This design comes from an exercise in tuning for small area, a short achievable clock period and few clock cycles per item on the open sky130 flow, not from production work.
Only simulation tests tie the RTL to the original design; equivalence was not proved.
No activity file was given, so power comes from the tool's default toggle rates.

==> v38: inputs <==
==> flow/design.v (excerpt) <==
module rs136_dec (
    input  wire       clk,
    input  wire       rst,
    input  wire       in_valid,
    input  wire [9:0] in_sym,
    output wire       in_ready,
    output reg        out_valid,
    output reg  [9:0] out_sym,
    output reg        out_last,
    output reg        out_fail,
    output reg  [2:0] out_nerr
);
    localparam N   = 136;
    localparam PL  = 2;              
    localparam RL  = 170;            
    function automatic [9:0] gf_mul(input [9:0] a, input [9:0] b);
        reg [18:0] p;
        integer i;
        begin
            p = 19'd0;
            for (i = 0; i < 10; i = i + 1)
                if (b[i]) p = p ^ ({9'd0, a} << i);
            for (i = 18; i >= 10; i = i - 1)
                if (p[i]) p = p ^ (19'h409 << (i - 10));
            gf_mul = p[9:0];
        end
    endfunction
    function automatic [8:0] pmul5(input [4:0] a, input [4:0] b);
        integer i;
        begin
            pmul5 = 9'd0;
            for (i = 0; i < 5; i = i + 1)
                if (b[i]) pmul5 = pmul5 ^ ({4'd0, a} << i);
        end
    endfunction
    function automatic [9:0] gf_kmul(input [9:0] a, input [9:0] b);
        reg [8:0] lo, hi, md;
        reg [18:0] p;
        integer i;
        begin
            lo = pmul5(a[4:0], b[4:0]);
            hi = pmul5(a[9:5], b[9:5]);
            md = pmul5(a[4:0] ^ a[9:5], b[4:0] ^ b[9:5]) ^ lo ^ hi;
            p  = {hi, 10'd0} ^ ({10'd0, md} << 5) ^ {10'd0, lo};
            for (i = 18; i >= 10; i = i - 1)
                if (p[i]) p = p ^ (19'h409 << (i - 10));
            gf_kmul = p[9:0];
        end
    endfunction
    function automatic [9:0] gf_sq(input [9:0] a);
        reg [18:0] p;
        integer i;
        begin
            p = 19'd0;
            for (i = 0; i < 10; i = i + 1)
                p[2*i] = a[i];
            for (i = 18; i >= 10; i = i - 1)
                if (p[i]) p = p ^ (19'h409 << (i - 10));
            gf_sq = p[9:0];
        end
    endfunction
    function automatic [9:0] gf_sqn(input [9:0] a, input integer n);
        integer i;
        begin
            gf_sqn = a;
            for (i = 0; i < n; i = i + 1)
                gf_sqn = gf_sq(gf_sqn);
        end
    endfunction
    function automatic [9:0] alpha_pow(input integer i);
        case (i)
  ...
clock: 20.0 ns
lec_check: 0
cap_margin: 20
core_margin: 2
core_utilization: 70
cts_buf_list: sky130_fd_sc_hd__clkbuf_8
cts_cluster_diameter: 60
cts_cluster_size: 18
slew_margin: 20
run.sh (not shown) runs the stock make flow with config.mk's settings and CLKGATE_MAP_FILE= SYNTH_SCRIPT=/design/flow/synth_recipe.tcl, a recipe that flattens the netlist after the stock synthesis.
==> v5: changes against v38 <==
--- a/flow/design.v
+++ b/flow/design.v
@@ -7,17 +7,17 @@
     output reg        out_valid,
     output reg  [9:0] out_sym,
     output reg        out_last,
     output reg        out_fail,
     output reg  [2:0] out_nerr
 );
     localparam N   = 136;
     localparam PL  = 2;              
-    localparam RL  = 170;            
+    localparam RL  = 169;            
     function automatic [9:0] gf_mul(input [9:0] a, input [9:0] b);
         reg [18:0] p;
         integer i;
         begin
             p = 19'd0;
             for (i = 0; i < 10; i = i + 1)
                 if (b[i]) p = p ^ ({9'd0, a} << i);
             for (i = 18; i >= 10; i = i - 1)
@@ -179,20 +179,20 @@
     end
     reg [7:0] cnt;
     reg [7:0] dins;
     reg [7:0] dcs;
     reg [7:0] incnt;                
     reg       rdy;                  
     wire      cstart = rdy && (dcs == 8'd0);
     reg [1:0] v;
-    reg [1:0] lst;
-    reg [7:0] ccnt;
+    reg       lst1;                  
+    wire      lst0   = (dcs == 8'd0);
     wire      outnow = v[1];
-    wire      v0n    = cstart || (v[0] && ccnt != N);    
+    wire      v0n    = cstart || (v[0] && !lst0);        
     wire [7:0] cnt1 = cnt + {7'd0, ins} - {7'd0, outnow};
     wire       acc  = in_valid && !nrdy_r;
     wire [7:0] cnt2a = cnt1 + 8'd1 - {7'd0, v[0]};
     wire [7:0] cnt2n = cnt1 - {7'd0, v[0]};
     wire       rdy_a = (cnt2a < RL) || v0n;
     wire       rdy_n = (cnt2n == 8'd0) ||
                        (!ins && dins == 8'd2 && ((cnt2n < RL) || v0n));
     always @(posedge clk) begin
@@ -202,39 +202,40 @@
             ins        <= 1'b0;
             cnt        <= 8'd0;
             incnt      <= 8'd0;
         end else begin
             in_ready_r <= acc ? rdy_a : rdy_n;
             nrdy_r     <= !(acc ? rdy_a : rdy_n);
             ins        <= acc;
             cnt        <= cnt1;
-            if (ins)
+            if (acc)
                 incnt <= (incnt == N - 1) ? 8'd0 : incnt + 8'd1;
         end
         if (ins)
             dins <= 8'd0;
         else
             dins <= (dins == 8'd0) ? RL - 1 : dins - 8'd1;
         if (ins && cnt == 8'd0)
             dcs <= RL - PL - 1;
         else if (cstart)
             dcs <= N - 1;
         else
             dcs <= (dcs == 8'd0) ? RL - 1 : dcs - 8'd1;
     end
     reg  [9:0] syn [0:7];
     reg  [9:0] synf [0:7];
-    wire       last_in = ins && (incnt == N - 1);
+    wire       acc_ok  = acc && !rst;
+    wire       last_in = acc_ok && (incnt == N - 1);
     always @* begin
         for (i = 0; i < 8; i = i + 1)
-            synf[i] = ((incnt == 8'd0) ? 10'd0 : gf_mul(syn[i], alpha_pow(i))) ^ sym_q;
+            synf[i] = ((incnt == 8'd0) ? 10'd0 : gf_mul(syn[i], alpha_pow(i))) ^ in_sym;
     end
     always @(posedge clk) begin
-        if (ins)
+        if (acc_ok)
             for (i = 0; i < 8; i = i + 1)
                 syn[i] <= synf[i];
     end
     reg  [9:0] S   [0:7];
     reg  [9:0] lam [0:4];           
     reg  [9:0] bp  [0:4];           
     reg  [9:0] bprev;               
     reg  [9:0] gam, dlt, accu, lreg, sreg;
@@ -409,40 +410,32 @@
     wire [2:0] nroots_tot = nroots + {2'd0, rt2};
     always @(posedge clk) begin
         rt2 <= rt1;
         hi2 <= t2 ^ t0;
         lo2 <= t0 ^ t1;
         ni2 <= g5_inv(nrm);
         if (rst) begin
             v   <= 2'd0;
-            lst <= 2'd0;
-            ccnt <= 8'd0;
+            lst1 <= 1'b0;
         end else begin
             v[0] <= v0n;
-            if (cstart) begin
-                lst[0] <= 1'b0;
-                ccnt   <= 8'd1;
-            end else begin
-                lst[0] <= (ccnt == N - 1);
-                ccnt   <= ccnt + 8'd1;
-            end
-            v[1]   <= v[0];
-            lst[1] <= lst[0];
+            v[1] <= v[0];
+            lst1 <= v[0] && lst0;
         end
-        if (v[0] && lst[0])
+        if (v[0] && lst0)
             clen_l <= clen;
         if (v[1]) begin
-            nroots <= lst[1] ? 3'd0 : nroots_tot;
+            nroots <= lst1 ? 3'd0 : nroots_tot;
         end else if (cstart)
             nroots <= 3'd0;
     end
     always @(posedge clk) begin
         out_sym  <= ring_out ^ (rt2 ? err : 10'd0);
-        out_last <= v[1] && lst[1];
+        out_last <= v[1] && lst1;
         out_fail <= (clen_l > 4'd4) || ({1'b0, nroots_tot} != clen_l);
         out_nerr <= clen_l[2:0];
         if (rst)
             out_valid <= 1'b0;
         else
             out_valid <= outnow;
     end
 endmodule
- CTS_CLUSTER_DIAMETER: 60 -> 50
- CTS_CLUSTER_SIZE: 18 -> 16
==> v39: changes against v38 <==
--- a/flow/design.v
+++ b/flow/design.v
@@ -7,51 +7,29 @@
     output reg        out_valid,
     output reg  [9:0] out_sym,
     output reg        out_last,
     output reg        out_fail,
     output reg  [2:0] out_nerr
 );
     localparam N   = 136;
     localparam PL  = 2;              
-    localparam RL  = 170;            
+    localparam RL  = 172;            
     function automatic [9:0] gf_mul(input [9:0] a, input [9:0] b);
         reg [18:0] p;
         integer i;
         begin
             p = 19'd0;
             for (i = 0; i < 10; i = i + 1)
                 if (b[i]) p = p ^ ({9'd0, a} << i);
             for (i = 18; i >= 10; i = i - 1)
                 if (p[i]) p = p ^ (19'h409 << (i - 10));
             gf_mul = p[9:0];
         end
     endfunction
-    function automatic [8:0] pmul5(input [4:0] a, input [4:0] b);
-        integer i;
-        begin
-            pmul5 = 9'd0;
-            for (i = 0; i < 5; i = i + 1)
-                if (b[i]) pmul5 = pmul5 ^ ({4'd0, a} << i);
-        end
-    endfunction
-    function automatic [9:0] gf_kmul(input [9:0] a, input [9:0] b);
-        reg [8:0] lo, hi, md;
-        reg [18:0] p;
-        integer i;
-        begin
-            lo = pmul5(a[4:0], b[4:0]);
-            hi = pmul5(a[9:5], b[9:5]);
-            md = pmul5(a[4:0] ^ a[9:5], b[4:0] ^ b[9:5]) ^ lo ^ hi;
-            p  = {hi, 10'd0} ^ ({10'd0, md} << 5) ^ {10'd0, lo};
-            for (i = 18; i >= 10; i = i - 1)
-                if (p[i]) p = p ^ (19'h409 << (i - 10));
-            gf_kmul = p[9:0];
-        end
-    endfunction
     function automatic [9:0] gf_sq(input [9:0] a);
         reg [18:0] p;
         integer i;
         begin
             p = 19'd0;
             for (i = 0; i < 10; i = i + 1)
                 p[2*i] = a[i];
             for (i = 18; i >= 10; i = i - 1)
@@ -161,18 +139,17 @@
             0: chien_init = 10'h001;
             1: chien_init = 10'h20e;
             2: chien_init = 10'h146;
             3: chien_init = 10'h00d;
             default: chien_init = 10'h270;
         endcase
     endfunction
     integer i, j, k;
-    reg        in_ready_r;           
-    reg        nrdy_r;               
+    reg        in_ready_r;
     reg        ins;                  
     reg  [9:0] sym_q;
     reg  [10*RL-1:0] ring;
     assign in_ready = in_ready_r;
     wire [9:0] ring_out = ring[10*RL-1 -: 10];
     always @(posedge clk) begin
         sym_q <= in_sym;
         ring  <= {ring[10*RL-11:0], ins ? sym_q : ring_out};
@@ -184,32 +161,30 @@
     reg       rdy;                  
     wire      cstart = rdy && (dcs == 8'd0);
     reg [1:0] v;
     reg [1:0] lst;
     reg [7:0] ccnt;
     wire      outnow = v[1];
     wire      v0n    = cstart || (v[0] && ccnt != N);    
     wire [7:0] cnt1 = cnt + {7'd0, ins} - {7'd0, outnow};
-    wire       acc  = in_valid && !nrdy_r;
+    wire       acc  = in_valid && in_ready_r;
     wire [7:0] cnt2a = cnt1 + 8'd1 - {7'd0, v[0]};
     wire [7:0] cnt2n = cnt1 - {7'd0, v[0]};
     wire       rdy_a = (cnt2a < RL) || v0n;
     wire       rdy_n = (cnt2n == 8'd0) ||
                        (!ins && dins == 8'd2 && ((cnt2n < RL) || v0n));
     always @(posedge clk) begin
         if (rst) begin
             in_ready_r <= 1'b1;
-            nrdy_r     <= 1'b0;
             ins        <= 1'b0;
             cnt        <= 8'd0;
             incnt      <= 8'd0;
         end else begin
             in_ready_r <= acc ? rdy_a : rdy_n;
-            nrdy_r     <= !(acc ? rdy_a : rdy_n);
             ins        <= acc;
             cnt        <= cnt1;
             if (ins)
                 incnt <= (incnt == N - 1) ? 8'd0 : incnt + 8'd1;
         end
         if (ins)
             dins <= 8'd0;
         else
@@ -243,27 +218,27 @@
     reg  [2:0] r;
     reg  [2:0] st;
     reg        bm_run, om_run;
     wire       cond = (dlt != 10'd0) && ({len, 1'b0} <= {1'b0, r});
     reg  [3:0] sidx;
     reg  [9:0] ssel;
     always @* begin
         if (om_run)
-            sidx = 4'd1 - {1'b0, st};
+            sidx = 4'd2 - {1'b0, st};
         else if (r == 3'd7)
-            sidx = (st == 3'd4) ? 4'd2 : 4'd3 - {1'b0, st};
+            sidx = 4'd3 - {1'b0, st};
         else
             sidx = {1'b0, r} + 4'd1 - {1'b0, st};
         ssel = sidx[3] ? 10'd0 : S[sidx[2:0]];
     end
-    wire [9:0] ma   = gf_kmul(gam, lam[0]);
-    wire [9:0] mb   = gf_kmul(dlt, bprev);
+    wire [9:0] ma   = gf_mul(gam, lam[0]);
+    wire [9:0] mb   = gf_mul(dlt, bprev);
     wire [9:0] lnew = ma ^ mb;
-    wire [9:0] mc   = gf_kmul(lreg, sreg);
+    wire [9:0] mc   = gf_mul(lreg, sreg);
     wire [9:0] accn = accu ^ mc;
     wire       bm_end = bm_run && (r == 3'd7) && (st == 3'd4);
     always @(posedge clk) begin
         if (rst) begin
             bm_run <= 1'b0;
             om_run <= 1'b0;
             rdy    <= 1'b0;
         end else begin
@@ -280,34 +255,29 @@
                     r  <= r + 3'd1;
                     if (r == 3'd7) begin
                         bm_run <= 1'b0;
                         om_run <= 1'b1;
                     end
                 end else
                     st <= st + 3'd1;
             end else if (om_run) begin
-                if (st == 3'd1) begin
+                if (st == 3'd3) begin
                     om_run <= 1'b0;
                     rdy    <= 1'b1;
                 end
                 st <= st + 3'd1;
             end
         end
         if (!last_in) begin
             for (i = 0; i < 3; i = i + 1)
                 bp[i] <= bp[i+1];
             bp[3] <= (st == 3'd1 && !cond) ? 10'd0 : bp[4];
             bp[4] <= (st == 3'd0 || cond) ? lam[0] : bprev;
-            bprev <= bm_end ? lam[1] : (om_run && st == 3'd0) ? lam[2] :
-                     (st == 3'd4) ? 10'd0 : bp[0];
-        end
-        if (!last_in) begin
-            lreg <= (om_run || bm_end) ? lam[1] : lnew;
-            sreg <= ssel;
+            bprev <= bm_end ? lam[1] : (st == 3'd4) ? 10'd0 : bp[0];
         end
         if (last_in) begin
             for (i = 0; i < 8; i = i + 1)
                 S[i] <= synf[i];
             lam[3] <= 10'd0;
             lam[4] <= 10'd0;
             bp[2]  <= 10'd0;
             bp[3]  <= 10'd0;
@@ -335,18 +305,19 @@
                 len    <= (synf[1] != 10'd0) ? 4'd2 : 4'd0;
                 lreg   <= 10'd0;
                 accu   <= synf[2];
             end
         end else if (bm_run || om_run) begin
             for (i = 0; i < 4; i = i + 1)
                 lam[i] <= lam[i+1];
             lam[4] <= om_run ? lam[0] : lnew;
-            accu   <= ((st == (om_run ? 3'd0 : 3'd1)) ? mc : accn) ^
-                      ((om_run && st == 3'd1) ? mb : 10'd0);
+            lreg   <= om_run ? lam[0] : lnew;
+            sreg   <= ssel;
+            accu   <= (st == (om_run ? 3'd0 : 3'd1)) ? mc : accn;
             if (bm_run) begin
                 if (st == 3'd0)
                     dlt <= accn;
                 if (st == 3'd4) begin
                     if (cond) begin
                         gam <= dlt;
                         len <= {1'b0, r} + 4'd1 - len;
                     end
@@ -362,21 +333,21 @@
                     gam <= S[0];
                 end
                 if (st[2:1] == 2'd0)
                     om1 <= ((st == 3'd0) ? 10'd0 : om1) ^ ma;
             end
         end
     end
     wire [9:0] lamf [0:4];
-    assign lamf[0] = lam[3];
-    assign lamf[1] = lam[4];
-    assign lamf[2] = lam[0];
-    assign lamf[3] = lam[1];
-    assign lamf[4] = lam[2];
+    assign lamf[0] = lam[1];
+    assign lamf[1] = lam[2];
+    assign lamf[2] = lam[3];
+    assign lamf[3] = lam[4];
+    assign lamf[4] = lam[0];
     reg [9:0] lam_c [0:4];
     reg [9:0] om_c  [0:3];
     reg [3:0] clen, clen_l;
     always @(posedge clk) begin
         if (cstart) begin
             for (j = 0; j < 5; j = j + 1)
                 lam_c[j] <= gf_mul(lamf[j], chien_init(j));
             om_c[0] <= om0;
- CORE_UTILIZATION: 70 -> 40
- CTS_BUF_LIST: sky130_fd_sc_hd__clkbuf_8 -> sky130_fd_sc_hd__clkbuf_8 sky130_fd_sc_hd__clkbuf_16
- CTS_CLUSTER_SIZE: 18 -> 30
==> v11: changes against v38 <==
- CORE_UTILIZATION: 70 -> 65
- CTS_CLUSTER_DIAMETER: 60 -> 50
- CTS_CLUSTER_SIZE: 18 -> 16
==> notes <==
v11 finished with timing, DRC and antenna clean. v5 passed the timing, design-rule and antenna checks. v39 passed the timing, design-rule and antenna checks. v38 finished with timing, DRC and antenna clean. In area after synthesis, v11 and v39 hardly differ. In v11 the maximum frequency is larger than in v39, by 0.86%. Final cell count, lowest first: v5, v38, v11, v39. Clock skew: v39 > v38 > v11 > v5. In v39 the synthesized cell count is smaller than in v38, by 1.2%. Global-route usage, lowest first: v39, v11, v5, v38. The highest register-to-register slack belongs to v38, the lowest to v39. The lowest combinational power belongs to v38, the highest to v39.
Testbench counts of v38, summed over its fixed seeds: cycles 27,488, items 192.
Testbench counts of v5, summed over its fixed seeds: cycles 27,480, items 192.
Testbench counts of v39, summed over its fixed seeds: cycles 27,504, items 192.
Testbench counts of v11, summed over its fixed seeds: cycles 27,488, items 192.

-- afterwards: timing with drivers on the ports --
Ports are ideal in the flow. The routed layouts listed here were re-timed in OpenROAD. Step 1, drivers: a clkbuf_16 drives clk and a buf_2 each remaining input, both assumed. Step 2 also shifts input and output timing later by t, the mid clock arrival at the registers, as if the neighbouring blocks saw the same clock. a / b / c = no drivers / after step 1 / after step 2; a / b = the first two.
run | t, ns | setup WS [ns] | worst setup path at the end | worst data-port slew with drivers (ns)
v38 | 0.916 | 14.263 / 14.199 / 14.705 | input to register | 0.03
v5 | 0.935 | 13.612 / 13.642 / 12.707 | input to register | 0.04
v39 | 0.867 | 14.235 / 14.158 / 14.445 | input to register | 0.04
v11 | 0.921 | 14.284 / 14.216 / 14.690 | input to register | 0.03
After both steps every run listed still meets setup and hold. For v5, which loses most, drivers alone change the setup slack by +0.030 ns; drivers and shift together by -0.905 ns.
